Source: an optimization exercise on an open RTL-to-GDS flow (aim: small area, a short achievable clock period and few clock cycles per item). Production flows keep margins and buffers that such runs may drop.
In this exercise RTL edits were held to simulation tests only and were not proved equivalent to the original.

umber:
==> flow/design.v (excerpt) <==
module le_port_update (
    input  wire               clk,
    input  wire               rst,           
    input  wire               in_valid,
    output wire               in_ready,
    input  wire               in_first,      
    input  wire [3:0]         in_nact,       
    input  wire [5:0]         in_cnt,        
    input  wire [8*22-1:0]    in_sum,        
    input  wire [8*16-1:0]    in_max,        
    input  wire [8*16-1:0]    in_min,        
    input  wire [8*25-1:0]    in_s,          
    input  wire [24:0]        in_y,          
    input  wire [15:0]        in_ks,         
    input  wire [15:0]        in_share_max,  
    input  wire [19:0]        in_shunt,      
    input  wire [15:0]        in_ilim,       
    output reg                out_valid,
    output reg  [8*25-1:0]    out_s,         
    output reg  [8*10-1:0]    out_code,      
    output reg  [7:0]         out_skip,      
    output reg  [9:0]         out_limit      
);
==> module le_seq_div, before the edit <==
module le_seq_div (
    input  wire               clk,
    input  wire               start,
    input  wire [47:0]        num_mag,    
    input  wire               num_neg,    
    input  wire [26:0]        den,        
    input  wire               floor_md,   
    output reg                busy,
    output wire signed [48:0] quo
);
    reg [47:0] q;
    reg [27:0] rem;
    reg [26:0] d;
    reg        neg, fl;
    reg [5:0]  cnt;
    wire [28:0] trial = {rem, q[47]} - {2'b00, d};
    wire        ge    = ~trial[28];
    wire [27:0] rem1  = ge ? trial[27:0] : {rem[26:0], q[47]};
    wire [47:0] q1    = {q[46:0], ge};
    wire [28:0] trial2 = {rem1, q1[47]} - {2'b00, d};
    wire        ge2    = ~trial2[28];
    wire        inexact = (rem != 28'd0);
    wire [48:0] q_mag   = {1'b0, q} + {48'd0, (neg && fl && inexact)};
    assign quo = neg ? -$signed(q_mag) : $signed(q_mag);
    always @(posedge clk) begin
        if (start) begin
            q    <= num_mag;
            rem  <= 28'd0;
            d    <= den;
            neg  <= num_neg;
            fl   <= floor_md;
            cnt  <= 6'd0;
            busy <= 1'b1;
        end else if (busy) begin
            rem <= ge2 ? trial2[27:0] : {rem1[26:0], q1[47]};
            q   <= {q1[46:0], ge2};
            cnt <= cnt + 6'd2;
            if (cnt == 6'd46)
                busy <= 1'b0;
        end
    end
endmodule
clock: 27.0 ns
lec_check: 0
cap_margin: 20
core_margin: 2
core_utilization: 40
slew_margin: 20
run.sh (not shown) runs the stock make flow with config.mk's settings and CLKGATE_MAP_FILE= SYNTH_SCRIPT=/design/flow/synth_recipe.tcl, a recipe that flattens the netlist after the stock synthesis.
Testbench counts of umber, summed over its fixed seeds: cycles 518,530, items 1,600.
Changes in sierra relative to umber:
diff --git a/flow/design.v b/flow/design.v
--- a/flow/design.v
+++ b/flow/design.v
@@ -15,10 +15,6 @@
     reg [5:0]  cnt;
     wire [28:0] trial = {rem, q[47]} - {2'b00, d};
     wire        ge    = ~trial[28];
-    wire [27:0] rem1  = ge ? trial[27:0] : {rem[26:0], q[47]};
-    wire [47:0] q1    = {q[46:0], ge};
-    wire [28:0] trial2 = {rem1, q1[47]} - {2'b00, d};
-    wire        ge2    = ~trial2[28];
     wire        inexact = (rem != 28'd0);
     wire [48:0] q_mag   = {1'b0, q} + {48'd0, (neg && fl && inexact)};
     assign quo = neg ? -$signed(q_mag) : $signed(q_mag);
@@ -32,10 +28,10 @@
             cnt  <= 6'd0;
             busy <= 1'b1;
         end else if (busy) begin
-            rem <= ge2 ? trial2[27:0] : {rem1[26:0], q1[47]};
-            q   <= {q1[46:0], ge2};
-            cnt <= cnt + 6'd2;
-            if (cnt == 6'd46)
+            rem <= ge ? trial[27:0] : {rem[26:0], q[47]};
+            q   <= {q[46:0], ge};
+            cnt <= cnt + 6'd1;
+            if (cnt == 6'd47)
                 busy <= 1'b0;
         end
     end
==> comparison <==
sierra ended with less clock buffer instance count of the final layout than umber. Total length of routed wires, sierra vs umber: down by a few percent. Of umber and sierra, the higher minimum setup slack in the final design belongs to umber. d_num[46]$_DFFE_PP_ as the endpoint of the most critical setup path was reported by umber, and d_num[42]$_DFFE_PP_ by sierra. sierra vs. umber: overall die height has decreased; share of async-settable or async-resettable flops after synthesis has remained practically unchanged.
Testbench counts of sierra, summed over its fixed seeds: cycles 976,594, items 1,600.

==> separate check: timing with driven ports <==
Ports are ideal in the flow. The routed layouts listed here were re-timed in OpenROAD.
Step 1 (the two cells are an assumption about what drives the block):
set clk [get_ports {clk}]
set_driving_cell -lib_cell sky130_fd_sc_hd__clkbuf_16 $clk
set_driving_cell -lib_cell sky130_fd_sc_hd__buf_2 [delete_from_list [all_inputs] $clk]
Step 2, shift: input delay + t, output delay - t, t = (earliest + latest rising clock arrival at the registers) / 2. This alone moves slack from input paths to output paths.
Slacks: no drivers / after step 1 / after step 2; pairs: no drivers / after step 1.
run	t (ns)	slack for setup (ns)	worst register clock-pin slew, ns
umber	0.967	1.277 / 1.277 / 1.277	0.07 / 0.07
sierra	0.942	1.194 / 1.194 / 1.194	0.09 / 0.09
After both steps setup and hold are still met in every run listed.
